What follows belongs to an exercise in optimizing a design on an open flow for small area and a short achievable clock period; a production flow would make more cautious choices. Where RTL was checked, it was by simulation tests only, not by an equivalence proof against the original.

==> flow/design.v (excerpt) <==
module lane_fma (
    input  wire        clk,
    input  wire        rst,
    input  wire        in_valid,
    input  wire [2:0]  in_op,
    input  wire [1:0]  in_mod,
    input  wire [31:0] in_a,
    input  wire [31:0] in_b,
    input  wire [31:0] in_c,
    output reg         out_valid,
    output reg  [31:0] out_res,
    output reg         out_clamp,
    output reg         out_bad
);
    localparam [2:0] OP_FADD = 3'd0, OP_FSUB = 3'd1, OP_FMUL = 3'd2,
                     OP_FMA  = 3'd3, OP_FMS  = 3'd4, OP_FNMA = 3'd5;
    wire op_add = (in_op == OP_FADD) || (in_op == OP_FSUB);    
    wire op_mul = (in_op == OP_FMUL);                           
    wire        xs = in_a[31] ^ (in_op == OP_FNMA);
    wire [7:0]  xe = in_a[30:23];
    wire [22:0] xf = in_a[22:0];
    wire        ys = op_add ? 1'b0 : in_b[31];
    wire [7:0]  ye = op_add ? 8'd127 : in_b[30:23];
    wire [22:0] yf = op_add ? 23'd0 : in_b[22:0];
    wire        zs = op_add ? (in_b[31] ^ (in_op == OP_FSUB))
                   : op_mul ? 1'b1
                   : (in_c[31] ^ (in_op == OP_FMS));
    wire [7:0]  ze = op_add ? in_b[30:23] : op_mul ? 8'd0 : in_c[30:23];
  ...
export LEC_CHECK = 0
export CAP_MARGIN = 20
export CORE_MARGIN = 2
export CORE_UTILIZATION = 60
export SLEW_MARGIN = 20
create_clock -name core_clock -period 11.0 [get_ports {clk}]
standard.sh (not shown) runs the stock make flow with config.mk's settings and CLKGATE_MAP_FILE= SYNTH_SCRIPT=/design/flow/synth_recipe.tcl, a recipe that flattens the netlist after the stock synthesis.
==> flow/flow/run.sh <==
#!/bin/bash
# The standard layout (standard.sh, unchanged synthesis), with two
# settings outside config.mk's list: timing repair aims for 7 ns of setup
# slack, and the port buffers are buf_1 cells. make's full output goes to
# standard.log; each ORFS step logs under orfs/logs/.
export SETUP_SLACK_MARGIN=7
export BUFFER_PORTS_ARGS="-buffer_cell sky130_fd_sc_hd__buf_1"
bash standard.sh > standard.log 2>&1
The baseline completed with no timing, DRC or antenna violations.
Then changed:
==> flow/flow/run.sh (replaced) <==
#!/bin/bash
# The standard layout (standard.sh, unchanged synthesis), with two
# settings outside config.mk's list: timing repair aims for 5.75 ns of setup
# slack, and the port buffers are buf_1 cells. make's full output goes to
# standard.log; each ORFS step logs under orfs/logs/.
export SETUP_SLACK_MARGIN=5.75
export BUFFER_PORTS_ARGS="-buffer_cell sky130_fd_sc_hd__buf_1"
bash standard.sh > standard.log 2>&1
After rerunning: Synthesized area stays the same. Clock skew fell by 0.017 ns. Sequential share of layout area rose by 3.4 points. Die area does not change.
Then changed:
==> flow/flow/run.sh (replaced) <==
#!/bin/bash
# The standard layout (standard.sh, unchanged synthesis), with two
# settings outside config.mk's list: timing repair aims for 6.25 ns of setup
# slack, and the port buffers are buf_1 cells. make's full output goes to
# standard.log; each ORFS step logs under orfs/logs/.
export SETUP_SLACK_MARGIN=6.25
export BUFFER_PORTS_ARGS="-buffer_cell sky130_fd_sc_hd__buf_1"
bash standard.sh > standard.log 2>&1
Worst setup slack improved by 0.25 ns.
Core utilization rose by 3.3 points.


Setup of JK:
lane_fma again, from the RTL that the note above started with.
// lane_fma
module lane_fma (
    input  wire        clk,
    input  wire        rst,
    input  wire        in_valid,
    input  wire [2:0]  in_op,
    input  wire [1:0]  in_mod,
    input  wire [31:0] in_a,
    input  wire [31:0] in_b,
    input  wire [31:0] in_c,
    output reg         out_valid,
    output reg  [31:0] out_res,
    output reg         out_clamp,
    output reg         out_bad
);
    localparam [2:0] OP_FADD = 3'd0, OP_FSUB = 3'd1, OP_FMUL = 3'd2,
                     OP_FMA  = 3'd3, OP_FMS  = 3'd4, OP_FNMA = 3'd5;
    wire op_add = (in_op == OP_FADD) || (in_op == OP_FSUB);    
    wire op_mul = (in_op == OP_FMUL);                           
    wire        xs = in_a[31] ^ (in_op == OP_FNMA);
    wire [7:0]  xe = in_a[30:23];
    wire [22:0] xf = in_a[22:0];
    wire        ys = op_add ? 1'b0 : in_b[31];
    wire [7:0]  ye = op_add ? 8'd127 : in_b[30:23];
    wire [22:0] yf = op_add ? 23'd0 : in_b[22:0];
    wire        zs = op_add ? (in_b[31] ^ (in_op == OP_FSUB))
                   : op_mul ? 1'b1
                   : (in_c[31] ^ (in_op == OP_FMS));
    wire [7:0]  ze = op_add ? in_b[30:23] : op_mul ? 8'd0 : in_c[30:23];
    wire [22:0] zf = op_add ? in_b[22:0]  : op_mul ? 23'd0 : in_c[22:0];
    wire x_zero = (xe == 8'h00);           
    wire y_zero = (ye == 8'h00);
    wire z_zero = (ze == 8'h00);
    wire x_max  = (xe == 8'hFF);
    wire y_max  = (ye == 8'hFF);
    wire z_max  = (ze == 8'hFF);
    wire x_nan  = x_max && (xf != 23'd0);
    wire y_nan  = y_max && (yf != 23'd0);
    wire z_nan  = z_max && (zf != 23'd0);
    wire x_inf  = x_max && (xf == 23'd0);
  ...
export LEC_CHECK = 0
export CAP_MARGIN = 20
export CORE_MARGIN = 2
export CORE_UTILIZATION = 60
export CTS_CLUSTER_DIAMETER = 100
export CTS_CLUSTER_SIZE = 30
export SLEW_MARGIN = 20
create_clock -name core_clock -period 11.0 [get_ports {clk}]
==> flow/flow/run.sh <==
#!/bin/bash
# The standard layout (standard.sh, unchanged synthesis), with two
# settings outside config.mk's list: timing repair aims for 6 ns of setup
# slack, and the port buffers are buf_1 cells. make's full output goes to
# standard.log; each ORFS step logs under orfs/logs/.
export SETUP_SLACK_MARGIN=6
export BUFFER_PORTS_ARGS="-buffer_cell sky130_fd_sc_hd__buf_1"
bash standard.sh > standard.log 2>&1
What MS does differently from JK at the input level:
- clearing CTS_CLUSTER_DIAMETER, which used to be 100
- clearing CTS_CLUSTER_SIZE, which used to be 30
-- flow/flow/run.sh --
<<< JK, line 3
# settings outside config.mk's list: timing repair aims for 6 ns of setup
>>> MS, line 3
# settings outside config.mk's list: timing repair aims for 6.5 ns of setup
<<< JK, line 6
export SETUP_SLACK_MARGIN=6
>>> MS, line 6
export SETUP_SLACK_MARGIN=6.5
[summary]
MS was carried through to the last stage, and its layout satisfied the timing, design-rule and antenna checks.
JK → MS: maximum fanout count along the critical path shows a reduction of 24; sequential portion of the cell area shows a reduction of 1.5 points; detailed-route via count shows an increase of about 4.7%; clock edge transition at the registers on the reported setup and hold paths shows a reduction of 60 ps.


lane_fma again, from the RTL that the note above started with.
==> flow/config.mk <==
export PLATFORM = sky130hd
export DESIGN_NAME = lane_fma
export DESIGN_NICKNAME = lane_fma
export VERILOG_FILES = /design/flow/design.v
export SDC_FILE = /design/flow/constraint.sdc
export NUM_CORES = 4
export LEC_CHECK = 0
export CAP_MARGIN = 20
export CORE_MARGIN = 2
export CORE_UTILIZATION = 60
export CTS_CLUSTER_DIAMETER = 100
export CTS_CLUSTER_SIZE = 25
export SLEW_MARGIN = 20
==> flow/constraint.sdc <==
create_clock -name core_clock -period 11.0 [get_ports {clk}]
set_input_delay 2.2000 -clock core_clock [delete_from_list [all_inputs] [get_ports {clk}]]
set_output_delay 2.2000 -clock core_clock [all_outputs]
set_load 0.01 [all_outputs]
==> flow/flow/run.sh <==
#!/bin/bash
# The standard layout (standard.sh, unchanged synthesis), with two
# settings outside config.mk's list: timing repair aims for 6 ns of setup
# slack, and the port buffers are buf_1 cells. make's full output goes to
# standard.log; each ORFS step logs under orfs/logs/.
export SETUP_SLACK_MARGIN=6
export BUFFER_PORTS_ARGS="-buffer_cell sky130_fd_sc_hd__buf_1"
bash standard.sh > standard.log 2>&1
The starting point ran to the end with no violations.
Change:
--- a/flow/flow/run.sh
+++ b/flow/flow/run.sh
@@ -3 +3 @@
-# settings outside config.mk's list: timing repair aims for 6 ns of setup
+# settings outside config.mk's list: timing repair aims for 5 ns of setup
@@ -6 +6 @@
-export SETUP_SLACK_MARGIN=6
+export SETUP_SLACK_MARGIN=5
- CTS_CLUSTER_DIAMETER: 100 -> not set
- CTS_CLUSTER_SIZE: 25 -> not set
After rerunning: The new run finished clean; wire length drops by 1.1%; worst setup slack gets worse by 0.81 ns; clock-buffer cell count climbs by 39.


Another version of the RTL of lane_fma (not shown whole).
For scale: roughly 380 flip-flops, ~140 I/O pins.
clock: 11.0 ns
lec_check: 0
abc_area: 1
cap_margin: 20
core_margin: 2
core_utilization: 55
setup_slack_margin: 5
slew_margin: 20
run.sh (not shown) runs the stock make flow with config.mk's settings and CLKGATE_MAP_FILE= SYNTH_SCRIPT=/design/flow/synth_recipe.tcl, a recipe that flattens the netlist after the stock synthesis.
Stock flow here: none of the scripts above is used.
The baseline ran to the end with no violations.
==> next run, changes <==
Settings changed: ABC_AREA 1 to default, CORE_UTILIZATION 55 to 40, SETUP_SLACK_MARGIN 5 to 3.5.
=> The changed run completed without violations. Routed wire length decreases by about 3.3%. Clock skew decreases by 0.020 ns. Clock-buffer cell count decreases by 12. Global-route usage decreases by 11 points. Non-clock buffer count increases by 22.


lane_fma, a different RTL version from the one above (not shown whole).
Size in the first run: ~4800 cells after synthesis, about 390 flip-flops, ~140 I/O pins, roughly 42000 µm² of cells after synthesis.
Design lane_fma, start of the top module:
module lane_fma (
    input  wire        clk,
    input  wire        rst,
    input  wire        in_valid,
    input  wire [2:0]  in_op,
    input  wire [1:0]  in_mod,
    input  wire [31:0] in_a,
    input  wire [31:0] in_b,
    input  wire [31:0] in_c,
    output reg         out_valid,
    output reg  [31:0] out_res,
    output reg         out_clamp,
    output reg         out_bad
);
    localparam [2:0] OP_FADD = 3'd0, OP_FSUB = 3'd1, OP_FMUL = 3'd2,
                     OP_FMA  = 3'd3, OP_FMS  = 3'd4, OP_FNMA = 3'd5;
    wire op_add = (in_op == OP_FADD) || (in_op == OP_FSUB);    
    wire op_mul = (in_op == OP_FMUL);                           
    wire        xs = in_a[31] ^ (in_op == OP_FNMA);
    wire [7:0]  xe = in_a[30:23];
    wire [22:0] xf = in_a[22:0];
    wire        ys = op_add ? 1'b0 : in_b[31];
    wire [7:0]  ye = op_add ? 8'd127 : in_b[30:23];
    wire [22:0] yf = op_add ? 23'd0 : in_b[22:0];
    wire        zs = op_add ? (in_b[31] ^ (in_op == OP_FSUB))
                   : op_mul ? 1'b1
                   : (in_c[31] ^ (in_op == OP_FMS));
    wire [7:0]  ze = op_add ? in_b[30:23] : op_mul ? 8'd0 : in_c[30:23];
    wire [22:0] zf = op_add ? in_b[22:0]  : op_mul ? 23'd0 : in_c[22:0];
    wire x_zero = (xe == 8'h00);           
    wire y_zero = (ye == 8'h00);
    wire z_zero = (ze == 8'h00);
    wire x_max  = (xe == 8'hFF);
    wire y_max  = (ye == 8'hFF);
    wire z_max  = (ze == 8'hFF);
    wire x_nan  = x_max && (xf != 23'd0);
    wire y_nan  = y_max && (yf != 23'd0);
    wire z_nan  = z_max && (zf != 23'd0);
    wire x_inf  = x_max && (xf == 23'd0);
    wire y_inf  = y_max && (yf == 23'd0);
    wire z_inf  = z_max && (zf == 23'd0);
    wire p_sign = xs ^ ys;
    wire p_zero = x_zero || y_zero;
    wire p_inf  = x_inf || y_inf;
    wire sp_nan = x_nan || y_nan || z_nan;
    wire sp_hit = sp_nan || p_inf || z_inf || (p_zero && z_zero);
    wire sp_bad = sp_nan || (p_inf && (p_zero || (z_inf && (zs != p_sign))));
    wire sp_inf = p_inf || z_inf;
    wire sp_sgn = p_inf ? p_sign : z_inf ? zs : (p_sign & zs);
    wire signed [10:0] sh_a = $signed({3'b000, xe}) - $signed({3'b000, in_b[30:23]}) + 11'sd27;
    wire signed [10:0] sh_m = $signed({3'b000, xe}) + $signed({3'b000, in_b[30:23]})
                            - $signed({3'b000, in_c[30:23]}) - 11'sd100;
  ...
make LEC_CHECK=0 CAP_MARGIN=20 CORE_MARGIN=2 CORE_UTILIZATION=40 SETUP_SLACK_MARGIN=5 SLEW_MARGIN=20 finish   # period 11.0 ns
The first run completed without violations.
Rerun with:
==> flow/flow/run.sh (new file) <==
#!/bin/bash
export SETUP_SLACK_MARGIN=6
bash standard.sh > standard.log 2>&1
==> flow/standard.sh (new file) <==
#!/bin/bash
# synth_recipe.tcl (not shown) runs the flow's synth.tcl, then flattens the netlist and writes it again
# the make line also repeats each setting of config.mk as NAME=value (left out here)
make -C /OpenROAD-flow-scripts/flow DESIGN_CONFIG=/design/flow/config.mk WORK_HOME=/design/flow/orfs CLKGATE_MAP_FILE= SYNTH_SCRIPT=/design/flow/synth_recipe.tcl "${@:-finish}"
SETUP_SLACK_MARGIN = not set   (was 5)
removed: flow/run.sh
- final area climbs by a little under a tenth
- worst setup slack gets better by 0.72 ns
- routed wire length came out higher by a little under a tenth
- first-iteration DRC count climbs by about a fifth
- hold slack hardly moves
Function was not checked in any run of this note: the RTL went through the layout flow alone.

==> what the ideal ports hide <==
In the flow no input, the clock included, has a driving cell. The finished layouts below were timed again as built, in two steps. Step 1 (the two cells are an assumption about what drives the block):
set clk [get_ports {clk}]
set_driving_cell -lib_cell sky130_fd_sc_hd__clkbuf_16 $clk
set_driving_cell -lib_cell sky130_fd_sc_hd__buf_2 [delete_from_list [all_inputs] $clk]
Step 2, shift: input delay + t, output delay - t, t = (earliest + latest rising clock arrival at the registers) / 2. This alone moves slack from input paths to output paths. Slacks: no drivers / after step 1 / after step 2; pairs: no drivers / after step 1.
run | t, ns | setup slack, ns | hold WS [ns] | worst setup path after step 2 | cell pins on the clock port's net
the first run of note 1 | 0.690 | 5.821 / 5.821 / 5.687 | 0.322 / 0.322 / 0.322 | input to register | 1
the second run of note 1 | 0.673 | 5.808 / 5.808 / 5.293 | 0.305 / 0.305 / 0.305 | input to register | 1
the third run of note 1 | 0.653 | 6.054 / 6.054 / 5.638 | 0.311 / 0.311 / 0.311 | input to register | 1
JK | 0.661 | 5.997 / 5.997 / 5.545 | 0.335 / 0.335 / 0.335 | input to register | 1
MS | 0.677 | 6.064 / 6.064 / 5.586 | 0.326 / 0.326 / 0.326 | input to register | 1
the first run of note 3 | 0.681 | 5.935 / 5.935 / 5.509 | 0.332 / 0.332 / 0.332 | input to register | 1
the second run of note 3 | 0.680 | 5.125 / 5.125 / 5.125 | 0.317 / 0.317 / 0.317 | register to register | 1
the first run of note 4 | 0.650 | 5.225 / 5.260 / 4.620 | 0.315 / 0.315 / 0.315 | input to register | 1
the second run of note 4 | 0.670 | 4.200 / 4.200 / 3.795 | 0.326 / 0.326 / 0.326 | input to register | 1
the first run of note 5 | 0.682 | 5.170 / 5.170 / 4.942 | 0.325 / 0.325 / 0.325 | input to register | 1
the second run of note 5 | 0.698 | 5.887 / 5.887 / 5.524 | 0.327 / 0.327 / 0.327 | input to register | 1
After both steps setup and hold are still met in every run listed. For the first run of note 4, which loses most, drivers alone change the setup slack by +0.035 ns; drivers and shift together by -0.605 ns.
